Background: an optimization exercise with open tools, aiming at small area and a short achievable clock period. Do not read the settings as production practice. No functional check of the RTL was part of any run shown here. No activity file was given, so power comes from the tool's default toggle rates.

**flow/run.sh**
```bash
#!/bin/bash
# synth_recipe.tcl (not shown) runs the flow's synth.tcl, then flattens the netlist and writes it again
# the make line also repeats each setting of config.mk as NAME=value (left out here)
make -C /OpenROAD-flow-scripts/flow DESIGN_CONFIG=/design/flow/config.mk WORK_HOME=/design/flow/orfs CLKGATE_MAP_FILE= SYNTH_SCRIPT=/design/flow/synth_recipe.tcl finish
```
**flow/config.mk**
```make
export PLATFORM = sky130hd
export DESIGN_NAME = mole_lane_rx
export DESIGN_NICKNAME = mole_lane_rx
export VERILOG_FILES = /design/flow/design.v
export SDC_FILE = /design/flow/constraint.sdc
export NUM_CORES = 4
export LEC_CHECK = 0
export CAP_MARGIN = 20
export CORE_MARGIN = 2
export CORE_UTILIZATION = 40
export SLEW_MARGIN = 20
```
**flow/constraint.sdc**
```tcl
create_clock -name core_clock -period 9.0 [get_ports {clk}]
set_input_delay 1.8000 -clock core_clock [delete_from_list [all_inputs] [get_ports {clk}]]
set_output_delay 1.8000 -clock core_clock [all_outputs]
set_load 0.01 [all_outputs]
```
**flow/design.v**
```verilog
module mole_lane_rx (
    input  wire        clk,
    input  wire        rst,
    input  wire        in_valid,
    input  wire [1:0]  in_hdr,
    input  wire [63:0] in_data,
    output reg         out_valid,
    output reg  [1:0]  out_hdr,
    output reg  [63:0] out_data,
    output reg         sig_valid,
    output wire [7:0]  sig_code,
    output wire [39:0] sig_arg,
    output reg         frm_valid,
    output reg         frm_good,
    output reg  [1:0]  frm_class,
    output reg  [15:0] frm_seq,
    output reg  [6:0]  frm_dest,
    output reg  [6:0]  frm_words,
    output reg         aln_valid,
    output reg  [3:0]  aln_lane,
    output reg  [1:0]  aln_port,
    output reg  [15:0] aln_seq,
    output reg  [4:0]  aln_bip_errs,
    output reg  [15:0] cnt_block_err,
    output reg  [15:0] cnt_signal_bad,
    output reg  [15:0] cnt_crc_err,
    output reg  [15:0] cnt_bip_err,
    output reg         frozen,
    output reg         lane_drop
);
    localparam [7:0] T_IDLE  = 8'h1E;
    localparam [7:0] T_SIG   = 8'h2D;
    localparam [7:0] T_LINK  = 8'h33;
    localparam [7:0] T_ALIGN = 8'h4B;
    localparam [7:0] T_TRAIN = 8'h55;
    localparam [7:0] T_FSTA  = 8'h78;
    localparam [7:0] T_FEND  = 8'h87;
    localparam [31:0] FSTA_SEED = 32'hF0958FA1;
    reg  [57:0] hist;
    wire [121:0] ext = {in_data, hist};
    reg  [63:0] desc;
    integer k;
    always @(*) begin
        for (k = 0; k < 64; k = k + 1)
            desc[k] = ext[58 + k] ^ ext[58 + k - 39] ^ ext[k];
    end
    wire is_data  = (in_hdr == 2'b01);
    wire is_ctrl  = (in_hdr == 2'b10);
    wire hdr_bad  = !is_data && !is_ctrl;
    wire is_raw   = is_ctrl && (in_data[7:0] == T_ALIGN || in_data[7:0] == T_TRAIN);
    wire is_align = is_ctrl && (in_data[7:0] == T_ALIGN);
    wire [63:0] payload = is_raw ? in_data : desc;
    wire [7:0]  ctype   = desc[7:0];
    wire is_sctrl = is_ctrl && !is_raw;
    wire type_known = ctype == T_IDLE || ctype == T_SIG || ctype == T_LINK ||
                      ctype == T_FSTA || ctype == T_FEND;
    wire c_idle = is_sctrl && ctype == T_IDLE;
    wire c_sig  = is_sctrl && ctype == T_SIG;
    wire c_fsta = is_sctrl && ctype == T_FSTA;
    wire c_fend = is_sctrl && ctype == T_FEND;
    wire blk_err = hdr_bad || (is_sctrl && !type_known);
    reg  [15:0] bip;
    reg         bip_isdiff;
    wire [15:0] bip_blk  = in_data[15:0] ^ in_data[31:16] ^ in_data[47:32] ^
                           in_data[63:48] ^ {14'b0, in_hdr};
    wire [15:0] bip_base = bip_isdiff ? 16'b0 : bip;
    wire [15:0] bip_add  = is_align ? in_data[47:32] : bip_blk;
    reg  [2:0]  bip_grp [0:3];
    integer g;
    always @(*) begin
        for (g = 0; g < 4; g = g + 1)
            bip_grp[g] = {2'b0, bip[4*g]} + {2'b0, bip[4*g+1]} +
                         {2'b0, bip[4*g+2]} + {2'b0, bip[4*g+3]};
    end
    wire [3:0]  bip_p01 = bip_grp[0] + bip_grp[1];
    wire [3:0]  bip_p23 = bip_grp[2] + bip_grp[3];
    wire [4:0]  bip_pop = bip_p01 + bip_p23;
    reg s1_data, s1_idle, s1_sig, s1_fsta, s1_fend, s1_err;
    reg         in_frame;
    reg  [31:0] fcrc;
    reg  [6:0]  fcount;       
    reg  [47:0] last_msg;     
    reg  [2:0]  sig_dist;     
    reg  [4:0]  bip_h1, bip_h2, bip_h3;
    reg  [11:0] win_blocks;
    reg  [11:0] win_idles;
    assign sig_code = last_msg[7:0];
    assign sig_arg  = last_msg[47:8];
    reg         s1_align;
    wire [63:0] p1 = out_data;
    wire fend_close = s1_fend && in_frame;
    wire in_frame_nx = s1_fsta ? 1'b1 : (s1_fend ? 1'b0 : in_frame);
    wire [7:0]  sig_syn;
    assign sig_syn[0] = ^{p1[8], p1[11], p1[13], p1[18], p1[19], p1[23], p1[28], p1[30], p1[31], p1[32], p1[34], p1[35], p1[37], p1[39], p1[40], p1[44], p1[46], p1[48], p1[54], p1[55], p1[56]};
    assign sig_syn[1] = ^{p1[9], p1[11], p1[12], p1[13], p1[14], p1[16], p1[18], p1[20], p1[23], p1[24], p1[28], p1[29], p1[30], p1[32], p1[33], p1[34], p1[36], p1[37], p1[38], p1[39], p1[41], p1[44], p1[45], p1[46], p1[47], p1[48], p1[49], p1[54], p1[57]};
    assign sig_syn[2] = ^{p1[10], p1[11], p1[12], p1[14], p1[15], p1[17], p1[18], p1[21], p1[23], p1[24], p1[25], p1[28], p1[29], p1[33], p1[38], p1[40], p1[42], p1[44], p1[45], p1[47], p1[48], p1[49], p1[50], p1[54], p1[58]};
    assign sig_syn[3] = ^{p1[8], p1[11], p1[12], p1[13], p1[15], p1[18], p1[19], p1[22], p1[25], p1[26], p1[29], p1[30], p1[32], p1[34], p1[39], p1[41], p1[43], p1[45], p1[46], p1[49], p1[50], p1[51], p1[55], p1[59]};
    assign sig_syn[4] = ^{p1[9], p1[12], p1[13], p1[14], p1[19], p1[20], p1[23], p1[24], p1[26], p1[27], p1[30], p1[31], p1[33], p1[35], p1[40], p1[42], p1[44], p1[46], p1[47], p1[50], p1[51], p1[52], p1[60]};
    assign sig_syn[5] = ^{p1[8], p1[10], p1[13], p1[14], p1[15], p1[16], p1[20], p1[21], p1[25], p1[27], p1[28], p1[31], p1[32], p1[34], p1[36], p1[41], p1[43], p1[45], p1[47], p1[51], p1[52], p1[53], p1[61]};
    assign sig_syn[6] = ^{p1[9], p1[11], p1[14], p1[15], p1[16], p1[17], p1[21], p1[22], p1[26], p1[28], p1[29], p1[32], p1[33], p1[35], p1[37], p1[42], p1[44], p1[46], p1[52], p1[53], p1[54], p1[62]};
    assign sig_syn[7] = ^{p1[10], p1[12], p1[15], p1[17], p1[18], p1[22], p1[23], p1[27], p1[29], p1[30], p1[33], p1[34], p1[36], p1[38], p1[43], p1[45], p1[47], p1[53], p1[54], p1[55], p1[63]};
    wire        sig_crc_ok = (sig_syn == 8'd0);
    wire        sig_dup    = (sig_dist <= 3'd4) && (p1[55:8] == last_msg);
    wire        sig_good   = s1_sig && sig_crc_ok;
    wire        sig_take   = sig_good && !sig_dup;
    wire [31:0] crc_in    = s1_fsta ? FSTA_SEED : fcrc;
    wire [31:0] crc_next;
    wire [31:0] crc_t = crc_in ^ p1[31:0];
    assign crc_next[0] = ^{crc_t[1], crc_t[3], crc_t[4], crc_t[6], crc_t[9], crc_t[10], crc_t[11], crc_t[14], crc_t[16], crc_t[17], crc_t[19], crc_t[20], crc_t[27], crc_t[30], p1[32], p1[33], p1[34], p1[35], p1[36], p1[38], p1[39], p1[40], p1[48], p1[52], p1[54], p1[55], p1[58]};
    assign crc_next[1] = ^{crc_t[0], crc_t[2], crc_t[4], crc_t[5], crc_t[7], crc_t[10], crc_t[11], crc_t[12], crc_t[15], crc_t[17], crc_t[18], crc_t[20], crc_t[21], crc_t[28], crc_t[31], p1[33], p1[34], p1[35], p1[36], p1[37], p1[39], p1[40], p1[41], p1[49], p1[53], p1[55], p1[56], p1[59]};
    assign crc_next[2] = ^{crc_t[0], crc_t[1], crc_t[3], crc_t[5], crc_t[6], crc_t[8], crc_t[11], crc_t[12], crc_t[13], crc_t[16], crc_t[18], crc_t[19], crc_t[21], crc_t[22], crc_t[29], p1[32], p1[34], p1[35], p1[36], p1[37], p1[38], p1[40], p1[41], p1[42], p1[50], p1[54], p1[56], p1[57], p1[60]};
    assign crc_next[3] = ^{crc_t[0], crc_t[1], crc_t[2], crc_t[4], crc_t[6], crc_t[7], crc_t[9], crc_t[12], crc_t[13], crc_t[14], crc_t[17], crc_t[19], crc_t[20], crc_t[22], crc_t[23], crc_t[30], p1[33], p1[35], p1[36], p1[37], p1[38], p1[39], p1[41], p1[42], p1[43], p1[51], p1[55], p1[57], p1[58], p1[61]};
    assign crc_next[4] = ^{crc_t[0], crc_t[1], crc_t[2], crc_t[3], crc_t[5], crc_t[7], crc_t[8], crc_t[10], crc_t[13], crc_t[14], crc_t[15], crc_t[18], crc_t[20], crc_t[21], crc_t[23], crc_t[24], crc_t[31], p1[34], p1[36], p1[37], p1[38], p1[39], p1[40], p1[42], p1[43], p1[44], p1[52], p1[56], p1[58], p1[59], p1[62]};
    assign crc_next[5] = ^{crc_t[1], crc_t[2], crc_t[3], crc_t[4], crc_t[6], crc_t[8], crc_t[9], crc_t[11], crc_t[14], crc_t[15], crc_t[16], crc_t[19], crc_t[21], crc_t[22], crc_t[24], crc_t[25], p1[32], p1[35], p1[37], p1[38], p1[39], p1[40], p1[41], p1[43], p1[44], p1[45], p1[53], p1[57], p1[59], p1[60], p1[63]};
    assign crc_next[6] = ^{crc_t[1], crc_t[2], crc_t[5], crc_t[6], crc_t[7], crc_t[11], crc_t[12], crc_t[14], crc_t[15], crc_t[19], crc_t[22], crc_t[23], crc_t[25], crc_t[26], crc_t[27], crc_t[30], p1[32], p1[34], p1[35], p1[41], p1[42], p1[44], p1[45], p1[46], p1[48], p1[52], p1[55], p1[60], p1[61]};
    assign crc_next[7] = ^{crc_t[0], crc_t[2], crc_t[3], crc_t[6], crc_t[7], crc_t[8], crc_t[12], crc_t[13], crc_t[15], crc_t[16], crc_t[20], crc_t[23], crc_t[24], crc_t[26], crc_t[27], crc_t[28], crc_t[31], p1[33], p1[35], p1[36], p1[42], p1[43], p1[45], p1[46], p1[47], p1[49], p1[53], p1[56], p1[61], p1[62]};
    assign crc_next[8] = ^{crc_t[1], crc_t[3], crc_t[4], crc_t[7], crc_t[8], crc_t[9], crc_t[13], crc_t[14], crc_t[16], crc_t[17], crc_t[21], crc_t[24], crc_t[25], crc_t[27], crc_t[28], crc_t[29], p1[32], p1[34], p1[36], p1[37], p1[43], p1[44], p1[46], p1[47], p1[48], p1[50], p1[54], p1[57], p1[62], p1[63]};
    assign crc_next[9] = ^{crc_t[1], crc_t[2], crc_t[3], crc_t[5], crc_t[6], crc_t[8], crc_t[11], crc_t[15], crc_t[16], crc_t[18], crc_t[19], crc_t[20], crc_t[22], crc_t[25], crc_t[26], crc_t[27], crc_t[28], crc_t[29], p1[32], p1[34], p1[36], p1[37], p1[39], p1[40], p1[44], p1[45], p1[47], p1[49], p1[51], p1[52], p1[54], p1[63]};
    assign crc_next[10] = ^{crc_t[1], crc_t[2], crc_t[7], crc_t[10], crc_t[11], crc_t[12], crc_t[14], crc_t[21], crc_t[23], crc_t[26], crc_t[28], crc_t[29], p1[32], p1[34], p1[36], p1[37], p1[39], p1[41], p1[45], p1[46], p1[50], p1[53], p1[54], p1[58]};
    assign crc_next[11] = ^{crc_t[2], crc_t[3], crc_t[8], crc_t[11], crc_t[12], crc_t[13], crc_t[15], crc_t[22], crc_t[24], crc_t[27], crc_t[29], crc_t[30], p1[33], p1[35], p1[37], p1[38], p1[40], p1[42], p1[46], p1[47], p1[51], p1[54], p1[55], p1[59]};
    assign crc_next[12] = ^{crc_t[3], crc_t[4], crc_t[9], crc_t[12], crc_t[13], crc_t[14], crc_t[16], crc_t[23], crc_t[25], crc_t[28], crc_t[30], crc_t[31], p1[34], p1[36], p1[38], p1[39], p1[41], p1[43], p1[47], p1[48], p1[52], p1[55], p1[56], p1[60]};
    assign crc_next[13] = ^{crc_t[4], crc_t[5], crc_t[10], crc_t[13], crc_t[14], crc_t[15], crc_t[17], crc_t[24], crc_t[26], crc_t[29], crc_t[31], p1[32], p1[35], p1[37], p1[39], p1[40], p1[42], p1[44], p1[48], p1[49], p1[53], p1[56], p1[57], p1[61]};
    assign crc_next[14] = ^{crc_t[5], crc_t[6], crc_t[11], crc_t[14], crc_t[15], crc_t[16], crc_t[18], crc_t[25], crc_t[27], crc_t[30], p1[32], p1[33], p1[36], p1[38], p1[40], p1[41], p1[43], p1[45], p1[49], p1[50], p1[54], p1[57], p1[58], p1[62]};
    assign crc_next[15] = ^{crc_t[6], crc_t[7], crc_t[12], crc_t[15], crc_t[16], crc_t[17], crc_t[19], crc_t[26], crc_t[28], crc_t[31], p1[33], p1[34], p1[37], p1[39], p1[41], p1[42], p1[44], p1[46], p1[50], p1[51], p1[55], p1[58], p1[59], p1[63]};
    assign crc_next[16] = ^{crc_t[1], crc_t[3], crc_t[4], crc_t[6], crc_t[7], crc_t[8], crc_t[9], crc_t[10], crc_t[11], crc_t[13], crc_t[14], crc_t[18], crc_t[19], crc_t[29], crc_t[30], p1[33], p1[36], p1[39], p1[42], p1[43], p1[45], p1[47], p1[48], p1[51], p1[54], p1[55], p1[56], p1[58], p1[59], p1[60]};
    assign crc_next[17] = ^{crc_t[0], crc_t[2], crc_t[4], crc_t[5], crc_t[7], crc_t[8], crc_t[9], crc_t[10], crc_t[11], crc_t[12], crc_t[14], crc_t[15], crc_t[19], crc_t[20], crc_t[30], crc_t[31], p1[34], p1[37], p1[40], p1[43], p1[44], p1[46], p1[48], p1[49], p1[52], p1[55], p1[56], p1[57], p1[59], p1[60], p1[61]};
    assign crc_next[18] = ^{crc_t[1], crc_t[3], crc_t[5], crc_t[6], crc_t[8], crc_t[9], crc_t[10], crc_t[11], crc_t[12], crc_t[13], crc_t[15], crc_t[16], crc_t[20], crc_t[21], crc_t[31], p1[32], p1[35], p1[38], p1[41], p1[44], p1[45], p1[47], p1[49], p1[50], p1[53], p1[56], p1[57], p1[58], p1[60], p1[61], p1[62]};
    assign crc_next[19] = ^{crc_t[0], crc_t[2], crc_t[4], crc_t[6], crc_t[7], crc_t[9], crc_t[10], crc_t[11], crc_t[12], crc_t[13], crc_t[14], crc_t[16], crc_t[17], crc_t[21], crc_t[22], p1[32], p1[33], p1[36], p1[39], p1[42], p1[45], p1[46], p1[48], p1[50], p1[51], p1[54], p1[57], p1[58], p1[59], p1[61], p1[62], p1[63]};
    assign crc_next[20] = ^{crc_t[4], crc_t[5], crc_t[6], crc_t[7], crc_t[8], crc_t[9], crc_t[12], crc_t[13], crc_t[15], crc_t[16], crc_t[18], crc_t[19], crc_t[20], crc_t[22], crc_t[23], crc_t[27], crc_t[30], p1[32], p1[35], p1[36], p1[37], p1[38], p1[39], p1[43], p1[46], p1[47], p1[48], p1[49], p1[51], p1[54], p1[59], p1[60], p1[62], p1[63]};
    assign crc_next[21] = ^{crc_t[0], crc_t[1], crc_t[3], crc_t[4], crc_t[5], crc_t[7], crc_t[8], crc_t[11], crc_t[13], crc_t[21], crc_t[23], crc_t[24], crc_t[27], crc_t[28], crc_t[30], crc_t[31], p1[32], p1[34], p1[35], p1[37], p1[44], p1[47], p1[49], p1[50], p1[54], p1[58], p1[60], p1[61], p1[63]};
    assign crc_next[22] = ^{crc_t[2], crc_t[3], crc_t[5], crc_t[8], crc_t[10], crc_t[11], crc_t[12], crc_t[16], crc_t[17], crc_t[19], crc_t[20], crc_t[22], crc_t[24], crc_t[25], crc_t[27], crc_t[28], crc_t[29], crc_t[30], crc_t[31], p1[34], p1[39], p1[40], p1[45], p1[50], p1[51], p1[52], p1[54], p1[58], p1[59], p1[61], p1[62]};
    assign crc_next[23] = ^{crc_t[0], crc_t[3], crc_t[4], crc_t[6], crc_t[9], crc_t[11], crc_t[12], crc_t[13], crc_t[17], crc_t[18], crc_t[20], crc_t[21], crc_t[23], crc_t[25], crc_t[26], crc_t[28], crc_t[29], crc_t[30], crc_t[31], p1[32], p1[35], p1[40], p1[41], p1[46], p1[51], p1[52], p1[53], p1[55], p1[59], p1[60], p1[62], p1[63]};
    assign crc_next[24] = ^{crc_t[3], crc_t[5], crc_t[6], crc_t[7], crc_t[9], crc_t[11], crc_t[12], crc_t[13], crc_t[16], crc_t[17], crc_t[18], crc_t[20], crc_t[21], crc_t[22], crc_t[24], crc_t[26], crc_t[29], crc_t[31], p1[34], p1[35], p1[38], p1[39], p1[40], p1[41], p1[42], p1[47], p1[48], p1[53], p1[55], p1[56], p1[58], p1[60], p1[61], p1[63]};
    assign crc_next[25] = ^{crc_t[1], crc_t[3], crc_t[7], crc_t[8], crc_t[9], crc_t[11], crc_t[12], crc_t[13], crc_t[16], crc_t[18], crc_t[20], crc_t[21], crc_t[22], crc_t[23], crc_t[25], p1[33], p1[34], p1[38], p1[41], p1[42], p1[43], p1[49], p1[52], p1[55], p1[56], p1[57], p1[58], p1[59], p1[61], p1[62]};
    assign crc_next[26] = ^{crc_t[0], crc_t[2], crc_t[4], crc_t[8], crc_t[9], crc_t[10], crc_t[12], crc_t[13], crc_t[14], crc_t[17], crc_t[19], crc_t[21], crc_t[22], crc_t[23], crc_t[24], crc_t[26], p1[34], p1[35], p1[39], p1[42], p1[43], p1[44], p1[50], p1[53], p1[56], p1[57], p1[58], p1[59], p1[60], p1[62], p1[63]};
    assign crc_next[27] = ^{crc_t[0], crc_t[4], crc_t[5], crc_t[6], crc_t[13], crc_t[15], crc_t[16], crc_t[17], crc_t[18], crc_t[19], crc_t[22], crc_t[23], crc_t[24], crc_t[25], crc_t[30], p1[32], p1[33], p1[34], p1[38], p1[39], p1[43], p1[44], p1[45], p1[48], p1[51], p1[52], p1[55], p1[57], p1[59], p1[60], p1[61], p1[63]};
    assign crc_next[28] = ^{crc_t[3], crc_t[4], crc_t[5], crc_t[7], crc_t[9], crc_t[10], crc_t[11], crc_t[18], crc_t[23], crc_t[24], crc_t[25], crc_t[26], crc_t[27], crc_t[30], crc_t[31], p1[32], p1[36], p1[38], p1[44], p1[45], p1[46], p1[48], p1[49], p1[53], p1[54], p1[55], p1[56], p1[60], p1[61], p1[62]};
    assign crc_next[29] = ^{crc_t[4], crc_t[5], crc_t[6], crc_t[8], crc_t[10], crc_t[11], crc_t[12], crc_t[19], crc_t[24], crc_t[25], crc_t[26], crc_t[27], crc_t[28], crc_t[31], p1[32], p1[33], p1[37], p1[39], p1[45], p1[46], p1[47], p1[49], p1[50], p1[54], p1[55], p1[56], p1[57], p1[61], p1[62], p1[63]};
    assign crc_next[30] = ^{crc_t[0], crc_t[1], crc_t[3], crc_t[4], crc_t[5], crc_t[7], crc_t[10], crc_t[12], crc_t[13], crc_t[14], crc_t[16], crc_t[17], crc_t[19], crc_t[25], crc_t[26], crc_t[28], crc_t[29], crc_t[30], p1[35], p1[36], p1[39], p1[46], p1[47], p1[50], p1[51], p1[52], p1[54], p1[56], p1[57], p1[62], p1[63]};
    assign crc_next[31] = ^{crc_t[0], crc_t[2], crc_t[3], crc_t[5], crc_t[8], crc_t[9], crc_t[10], crc_t[13], crc_t[15], crc_t[16], crc_t[18], crc_t[19], crc_t[26], crc_t[29], crc_t[31], p1[32], p1[33], p1[34], p1[35], p1[37], p1[38], p1[39], p1[47], p1[51], p1[53], p1[54], p1[57], p1[63]};
    wire        fend_good = (~fcrc == p1[39:8]) && (fcount == frm_words) &&
                            (frm_words != 7'd0) && (frm_words <= 7'd64);
    wire [6:0]  bip_sum4 = aln_bip_errs + bip_h1 + bip_h2 + bip_h3;
    wire [12:0] idles_now = win_idles + {11'b0, s1_idle};
    wire        s1_valid = out_valid;
    always @(posedge clk) begin
        out_hdr      <= in_hdr;
        out_data     <= payload;
        aln_bip_errs <= bip_pop;
        aln_lane     <= out_data[11:8];
        aln_port     <= out_data[13:12];
        aln_seq      <= out_data[31:16];
        if (s1_fsta) begin
            frm_class <= p1[9:8];
            frm_seq   <= p1[31:16];
            frm_words <= p1[38:32];
            frm_dest  <= p1[46:40];
        end
        if (s1_fsta || s1_data)
            fcrc <= crc_next;
        if (s1_fsta)
            fcount <= 7'd0;
        else if (s1_data && !(fcount[6] && fcount[0]))
            fcount <= fcount + 7'd1;
        if (sig_good)
            last_msg <= p1[55:8];
        if (rst) begin
            hist          <= 58'b0;
            bip           <= 16'b0;
            bip_isdiff    <= 1'b0;
            s1_align      <= 1'b0;
            out_valid     <= 1'b0;
            aln_valid     <= 1'b0;
            s1_data       <= 1'b0;
            s1_idle       <= 1'b0;
            s1_sig        <= 1'b0;
            s1_fsta       <= 1'b0;
            s1_fend       <= 1'b0;
            s1_err        <= 1'b0;
            sig_valid     <= 1'b0;
            frm_valid     <= 1'b0;
            frm_good      <= 1'b0;
            cnt_block_err <= 16'b0;
            cnt_signal_bad<= 16'b0;
            cnt_crc_err   <= 16'b0;
            cnt_bip_err   <= 16'b0;
            frozen        <= 1'b0;
            lane_drop     <= 1'b0;
            sig_dist      <= 3'd7;
            in_frame      <= 1'b0;
            bip_h1        <= 5'b0;
            bip_h2        <= 5'b0;
            bip_h3        <= 5'b0;
            win_blocks    <= 12'b0;
            win_idles     <= 12'b0;
        end else begin
            out_valid <= in_valid;
            s1_align  <= in_valid && is_align;
            aln_valid <= s1_align;
            s1_data   <= in_valid && is_data;
            s1_idle   <= in_valid && c_idle;
            s1_sig    <= in_valid && c_sig;
            s1_fsta   <= in_valid && c_fsta;
            s1_fend   <= in_valid && c_fend;
            s1_err    <= in_valid && blk_err;
            if (in_valid) begin
                if (!is_raw)
                    hist <= in_data[63:6];
                bip        <= bip_base ^ bip_add;
                bip_isdiff <= is_align;
            end
            frm_valid <= (in_valid && c_fsta && in_frame_nx) || fend_close;
            frm_good  <= fend_close && fend_good;
            in_frame <= in_frame_nx;
            if (frm_valid && !frm_good)
                cnt_crc_err <= cnt_crc_err + 16'd1;
            if (s1_err)
                cnt_block_err <= cnt_block_err + 16'd1;
            sig_valid <= sig_take;
            if (sig_take)
                sig_dist <= 3'd1;
            else if (s1_valid && sig_dist != 3'd7)
                sig_dist <= sig_dist + 3'd1;
            if (s1_sig && !sig_crc_ok)
                cnt_signal_bad <= cnt_signal_bad + 16'd1;
            if (aln_valid) begin
                cnt_bip_err <= cnt_bip_err + {11'b0, aln_bip_errs};
                if (bip_sum4 >= 7'd16)
                    lane_drop <= 1'b1;
                bip_h3 <= bip_h2;
                bip_h2 <= bip_h1;
                bip_h1 <= aln_bip_errs;
            end
            if (s1_valid) begin
                if (win_blocks == 12'd4095) begin
                    if (idles_now > 13'd3686)
                        frozen <= 1'b1;
                    else if (idles_now <= 13'd2048)
                        frozen <= 1'b0;
                    win_blocks <= 12'd0;
                    win_idles  <= 12'd0;
                end else begin
                    win_blocks <= win_blocks + 12'd1;
                    win_idles  <= idles_now[11:0];
                end
            end
        end
    end
endmodule
```
==> results of run 1 <==
[stage by stage]
step / instance area (µm²) / utilization / total power [mW]
floorplan: 23500 / - / 10.4
global placement: 27400 / 0.472 / 12.9
detailed placement: 27400 / 0.473 / 12.9
CTS: 29100 / 0.502 / 15.1
global route: 29100 / 0.502 / 15.9
finish: 29100 / 0.502 / 15.2
[state kept, by name (all words and copies together), names as in the netlist, 7 cells and up]
register,count
cnt_block_err,16
frm_seq,16
fcrc,32
out_data,64
win_idles,12
last_msg,48
frm_dest,7
cnt_signal_bad,16
cnt_crc_err,16
bip,16
fcount,7
aln_seq,16
frm_words,7
cnt_bip_err,16
hist,58
win_blocks,12
[layout make-up]
class | instances | area, µm²
repair buffers | 353 | 3430
clock buffers | 63 | 1310
well taps | 765 | 957
clock inverters | 24 | 400
inverters | 55 | 206
flip-flops and latches | 408 | 9290
multi-input cells | 1804 | 13500
fillers | 5407 | 28800
[worst max-delay path: stages]
cell             delay (ns)
clkdlybuf4s50_1        0.63
nor4bb_1               0.66
nand2_1                0.14
or2_2                  0.31
nand2_1                0.71
buf_4                  0.46
nand2_1                0.11
a21oi_1                0.17
[worst max-delay path by stage]
| stage | startpoint | to | cells after the start |
|---|---|---|---|
| floorplan | out_data[28] | last_msg[0] | 9 |
| global placement | in_data[0] | hist[8] | 8 |
| detailed placement | in_data[0] | hist[13] | 8 |
| CTS | out_data[39] | last_msg[36] | 8 |
| global route | in_data[0] | hist[15] | 8 |
| finish | in_data[0] | hist[15] | 8 |
[cells in the final DEF (no fill, tap or decap), types with 13 or more instances in the layout]
cell / n
xnor3_1: 20
buf_4: 41
o31ai_1: 13
or3_1: 14
nor2_1: 174
nand4_1: 29
inv_1: 54
xnor2_1: 602
o21ai_0: 46
clkbuf_16: 48
nand2_1: 230
and3_1: 17
a21oi_1: 103
nor2b_1: 23
mux2i_1: 29
a32oi_1: 15
ha_1: 28
xor2_1: 278
nand3_1: 34
nand2b_1: 24
clkdlybuf4s50_1: 311
fa_1: 21
nor4_1: 17
edfxtp_1: 112
dfxtp_1: 295
[power by group through the flow]
stage	sequential [mW]	combinational (mW)	clock, mW
2_1_floorplan	2.86	7.56	0
3_3_place_gp	3.00	9.93	0
3_5_place_dp	3.01	9.91	0
4_1_cts	2.97	10.0	2.16
5_1_grt	2.98	10.7	2.23
6_report	2.97	10.1	2.12
[metal layers]
| metal | part of all wire | vias to the layer above |
|---|---|---|
| met5 | 0 | - |
| met4 | 0.042 | 0 |
| met3 | 0.065 | 153 |
| met2 | 0.47 | 656 |
| met1 | 0.42 | 8846 |
| li1 | - | 8337 |
[logic make-up after synthesis]
family                   after synthesis  share of synthesized area
adder cells (fa/ha/maj)               49                     0.0328
AO/OA/AOI/OAI                        206                     0.0528
buffers and inverters                177                     0.0314
multiplexers                          31                     0.0133
AND/OR/NAND/NOR                      607                      0.119
flip-flops                           408                      0.395
XOR/XNOR                             911                      0.356
==> reports/metrics.cfg, run 1 <==
[run_status]
outcome = no timing/DRC/antenna violations

[logic_synthesis]
ys_top_cells_by_count = xnor2_1 (604), dfxtp_1 (296), xor2_1 (278), nand2_1 (230), nor2_1 (174)
synth_top_cell_area_share = 0.252
yosys_warnings = 2
syn_nets = 2507
avgSynthCellArea_um2 = 9.83
synth_top_flop_cell = dfxtp_1
synth_seq_area_share = 0.395
synthCells = 2389
netlist_area_mm2 = 0.0235
synth_cell_types = 59
async_flop_share = 0
yosys.area.top_type = dfxtp_1
synth_seq_cells = 408
synth_edf_count = 112
synth_most_common_cell = xnor2_1
synth_top_cells_by_area = dfxtp_1 (25%), xnor2_1 (23%), edfxtp_1 (14%)

[setup_path]
crit_required_ns = 9.51
path_class = input port to flip-flop
endpoint_kind = flip-flop
arrival_ns = 5.03
reg2reg_slack_ns = 4.57
cp-start-kind = input port
r2r_cells = 9
r2r-end = fcrc[26]
path_max_fanout = 31
reg2reg_from = s1_fsta

[hold_path]
whs_path_depth = 1
hp-start = s1_align
worstHoldEndpoint = aln_valid
hp-class = flip-flop to flip-flop

[clocking]
clk_latency_ns = 0.61
cts_hold_buf = 0
htree_levels = 2
cts_tree = yes
path_clk_slew_ns = 0.06
cts_sinks = 408
cts_resized = 0
cts_root_buf = clkbuf_16
clk_path_buf_depth = 3
cts_buffers = 47
postCtsSetupRepairBufs = 0

[power_and_ir_drop]
leakage_nw = 10.6
pwr-share-clk = 0.140
switchingPower_mw = 6.57
combPwrFrac = 0.665
sw_frac_of_total = 0.432
ir_drop_v = 0.000350
internal_power_mw = 8.62
powerDensity_mw_per_mm2 = 522
p_seq_frac = 0.195

[die]
die_area_mm2 = 0.0607
core_area_mm2 = 0.0579
num_rows = 88
ios = 313
dieHeight_um = 246
initial_core_util = 0.406
die_w_um = 246

[timing]
max_freq_mhz = 221
setup_tns_ns = 0
rsz0062_at_grt = false
fin_crit_sh = 0.503
finalSetupViolCount = 0
fin_crit_ns = 4.53
finalMaxSlewViolations = 0
fin_hold_ws_ns = 0.470
hold_viol = 0
relSlewSlack = 0.172
tightest_slew_ns = 1.24
fin_ws_ns = 4.47
skew_ns = 0.0309

[global_routing]
met3_usage = 0.0419
grt_pass1_wl_mm = 125
grt_pass1_vias = 17600
gr-total-overflow = 0
grt_busiest_layer = met2
track_usage = 0.285
grt_max_degree = 101
met1_usage = 0.375
antenna_found_initial = 1
use_met2 = 0.470

[placement]
portBuffers = 312
place_ws_ns = 3.98
gp_congestion = 1.02
placed_cells = 3385
dp_hpwl_mm = 65.0

[run]
drv_cap = 0

[drt]
postRouteAntennaNets = 0
vias_per_cell = 5.18
wl_mm = 86.9
drc_errors = 0
dr.pass1.iters = 5
wl_per_cell_um = 25.0
dr.first_iter.drc_count = 1519
vias = 18000

[layout]
drive_above_1_share = 0.0513
fin_cells = 3472
syn2layout_area_growth_pct = 23.8
final_nets = 2787
antenna_cells = 0

==> inputs of run 2 (changes only) <==
--- a/flow/config.mk
+++ b/flow/config.mk
@@ -9,3 +9,4 @@
 export CORE_MARGIN = 2
 export CORE_UTILIZATION = 40
+export SETUP_SLACK_MARGIN = 5
 export SLEW_MARGIN = 20
==> run 2 against run 1 <==
  * Still clean
  * Design area is essentially flat
  * Global-route usage shrank 0.37 points
  * Via count shrank 1.0%
  * Critical path depth shrank 7
  * Register-to-register slack gained 0.51 ns
  * Sequential power is essentially flat
  * Count of clock-buffer cells in the layout grew 1
  * Synthesized cell count is the same
  * First-iteration DRC count shrank 5.3%
  * Wire length shrank 1.2%
  * Critical endpoint is now out_data[13]
  * Largest power group unchanged
==> reports/metrics.cfg, run 2 <==
[global_routing]
grt_max_degree = 97  ; -4.0%
gr-total-overflow = 0  ; unchanged
track_usage = 0.281  ; -0.00374
grt_pass1_vias = 17900  ; +1.6%
grt_pass1_wl_mm = 123  ; -1.1%
antenna_found_initial = 4  ; +3

[drt]
vias = 17800  ; -1.0%
dr.pass1.iters = 5  ; unchanged
drc_errors = 0  ; unchanged
dr.first_iter.drc_count = 1438  ; -5.3%
postRouteAntennaNets = 0  ; unchanged
vias_per_cell = 5.13  ; -1.1%
wl_mm = 85.8  ; -1.2%
wl_per_cell_um = 24.7  ; -1.2%

[clocking]
cts_tree = yes
path_clk_slew_ns = 0.06  ; about the same
cts_hold_buf = 0  ; unchanged
clk_latency_ns = 0.60  ; about the same
htree_levels = 2  ; unchanged
cts_sinks = 408  ; unchanged
clk_path_buf_depth = 3  ; unchanged
postCtsSetupRepairBufs = 0  ; unchanged
cts_root_buf = clkbuf_16
cts_buffers = 47  ; unchanged

[logic_synthesis]
synthCells = 2389  ; unchanged
avgSynthCellArea_um2 = 9.83  ; unchanged
yosys.area.top_type = dfxtp_1
synth_edf_count = 112  ; unchanged
synth_seq_area_share = 0.395  ; unchanged
syn_nets = 2507  ; unchanged
synth_top_cells_by_area = dfxtp_1 (25%), xnor2_1 (23%), edfxtp_1 (14%)
ys_top_cells_by_count = xnor2_1 (604), dfxtp_1 (296), xor2_1 (278), nand2_1 (230), nor2_1 (174)
synth_seq_cells = 408  ; unchanged
synth_cell_types = 59  ; unchanged
synth_most_common_cell = xnor2_1
async_flop_share = 0  ; unchanged
synth_top_flop_cell = dfxtp_1
yosys_warnings = 2  ; unchanged
netlist_area_mm2 = 0.0235  ; unchanged
synth_top_cell_area_share = 0.252  ; unchanged

[setup_path]
reg2reg_slack_ns = 5.08  ; +0.51 ns
crit_end = out_data[13]
worst-path-buf-inv = 1  ; -1
endpoint_kind = output pin
path_max_fanout = 9  ; -71%
slowest_stage = dfxtp_1
max_stage_delay_ns = 0.89  ; +0.18 ns
crit_required_ns = 7.20  ; -2.31 ns
r2r-end = last_msg[18]
critPathTopFamily = flip-flops
arrival_ns = 2.17  ; -2.86 ns
r2r_cells = 8  ; -1
path_depth = 1  ; -7
path_class = flip-flop to output pin
crit_chain = clkdlybuf4s50_1
critPathLaunch = out_data[13]
reg2reg_from = out_data[48]
cp-start-kind = flip-flop

[timing]
fin_hold_ws_ns = 0.459  ; -0.0110 ns
skew_ns = 0.0157  ; -0.0153 ns
finalSetupViolCount = 0  ; unchanged
fin_crit_sh = 0.441  ; -0.0618
setup_tns_ns = 0  ; unchanged
fin_crit_ns = 3.97  ; -0.556 ns
relSlewSlack = 0.220  ; +0.0479
tightest_slew_ns = 1.16  ; -0.0760 ns
hold_viol = 0  ; unchanged
rsz0062_at_grt = false
max_freq_mhz = 252  ; +14%
finalMaxSlewViolations = 0  ; unchanged

[die]
num_rows = 88  ; unchanged
die_w_um = 246  ; unchanged
die_area_mm2 = 0.0607  ; unchanged
initial_core_util = 0.406  ; unchanged
dieHeight_um = 246  ; unchanged
ios = 313  ; unchanged
core_area_mm2 = 0.0579  ; unchanged

[run]
drv_cap = 0  ; unchanged

[layout]
largest_reg_flops = 64  ; unchanged
final_nets = 2789  ; +0.072%
top_regs = out_data x64, hist x58, last_msg x48
seq_area_mm2 = 0.00930  ; +0.11%
drive_above_1_share = 0.0591  ; +0.00774
design_area_mm2 = 0.0291  ; about the same
multiInputGateArea_mm2 = 0.0136  ; +0.64%
syn2layout_area_growth_pct = 23.7  ; about the same
top_register = out_data
fillers = 5432  ; +0.46%
final_cell_mix = xnor2_1 (595), clkdlybuf4s50_1 (308), dfxtp_1 (287)
final_common_cell = xnor2_1

[run_status]
outcome = no timing/DRC/antenna violations

[hold_path]
hp-class = flip-flop to flip-flop

[power_and_ir_drop]
ir_drop_v = 0.000305  ; -13%
leakage_nw = 10.7  ; +0.23%
power_mw = 15.0  ; -1.5%
powerDensity_mw_per_mm2 = 515  ; -1.4%

[placement]
gp_congestion = 1.03  ; +1.3%
dp_hpwl_mm = 64.7  ; -0.44%
portBuffers = 312  ; unchanged
place_area_mm2 = 0.0274  ; about the same

run 2: cell types whose count changed in the layout (fill, tap and decap cells not counted), sizes merged:
cell and delta:
diode +1, and2 +1, clkinv +6, clkdlybuf4s50 -3, dlymetal6s2s +1, buf +1, bufinv -7, dlygate4sd2 +2
clkinvlp -1, clkbuf +1
run 2: stage by stage:
step / std cells / worst slack [ns] / utilization
2_1_floorplan: 2389 / 5.06 / -
3_3_place_gp: 3386 / 4.12 / 0.473
3_5_place_dp: 3386 / 4.06 / 0.473
4_1_cts: 3473 / 5.00 / 0.501
5_1_grt: 3473 / 5.00 / 0.502
6_report: 3474 / 5.03 / 0.502
run 2: power by group:
part / switching, mW / leakage, nW / total (mW) / internal, mW
Combinational: 5.38 / 6.44 / 10.1 / 4.68
Clock: 0.817 / 0.778 / 1.94 / 1.12
Sequential: 0.292 / 3.45 / 2.97 / 2.67
Total: 6.49 / 10.7 / 15.0 / 8.47
run 2: worst min-delay path by stage:
stage                  endpoint  slack (ns)  depth (start not counted)         start
global route          aln_valid        0.47                          1      s1_align
CTS                   aln_valid        0.46                          1      s1_align
detailed placement    aln_valid        0.45                          1      s1_align
floorplan           aln_port[0]        0.40                          0  out_data[12]
global placement      aln_valid        0.43                          1      s1_align
finish                aln_valid        0.46                          1      s1_align
run 2: cell type report:
class                           count  area share
Inverter                           55     0.00711
Antenna cell                        1   0.0000861
Sequential cell                   408       0.320
Timing Repair Buffer              354       0.119
Tap cell                          765      0.0329
Clock buffer                       64      0.0469
Multi-Input combinational cell   1805       0.467
Clock inverter                     22     0.00702
run 2: timing repair:
| action | CTS | global route |
|---|---|---|
| hold endpoints to repair | 0 | 0 |
| gates cloned | 1 | 0 |
| endpoints found under the setup margin | 135 | 129 |
| gates resized for setup | 16 | 12 |
run 2: routing by layer:
metal  vias to the layer above  share of wire  GRT usage
met4                         6          0.040      0.102
met3                       158          0.070     0.0549
met5                         -        0.00045          0
met1                      8674           0.42      0.359
met2                       623           0.47      0.470
li1                       8345              -          -
run 2: cells by family (layout without fill, tap and decap cells):
kind of cell | after synthesis | in the layout | share of synthesized area
DFF | 408 | 408 | 0.395
other | 0 | 1 | 0
adders and majority gates | 49 | 49 | 0.0328
muxes | 31 | 31 | 0.0133
xor gates and xnor gates | 911 | 911 | 0.356
buffers and inverters | 177 | 495 | 0.0314
and+or+nand+nor | 607 | 608 | 0.119
AOI/OAI and AO/OA | 206 | 206 | 0.0528

[re-timing with driven ports]
In the flow no input, the clock included, has a driving cell. The finished layouts below were timed again as built, in two steps. Step 1 sets driving cells, clkbuf_16 on the clock port and buf_2 on the other inputs (assumed; they add their load-dependent delay and slew). Step 2 also shifts input and output timing later by t, the mid clock arrival at the registers, as if the neighbouring blocks saw the same clock. Slacks: no drivers / after step 1 / after step 2; pairs: no drivers / after step 1.
| run | t, ns | slack for setup (ns) | worst register clock-pin slew, ns |
|---|---|---|---|
| run 1 | 0.655 | 4.473 / 4.483 / 3.828 | 0.07 / 0.07 |
| run 2 | 0.647 | 5.029 / 4.972 / 4.546 | 0.07 / 0.07 |
After both steps setup and hold are still met in every run listed. For run 1, which loses most, drivers alone change the setup slack by +0.010 ns; drivers and shift together by -0.645 ns.
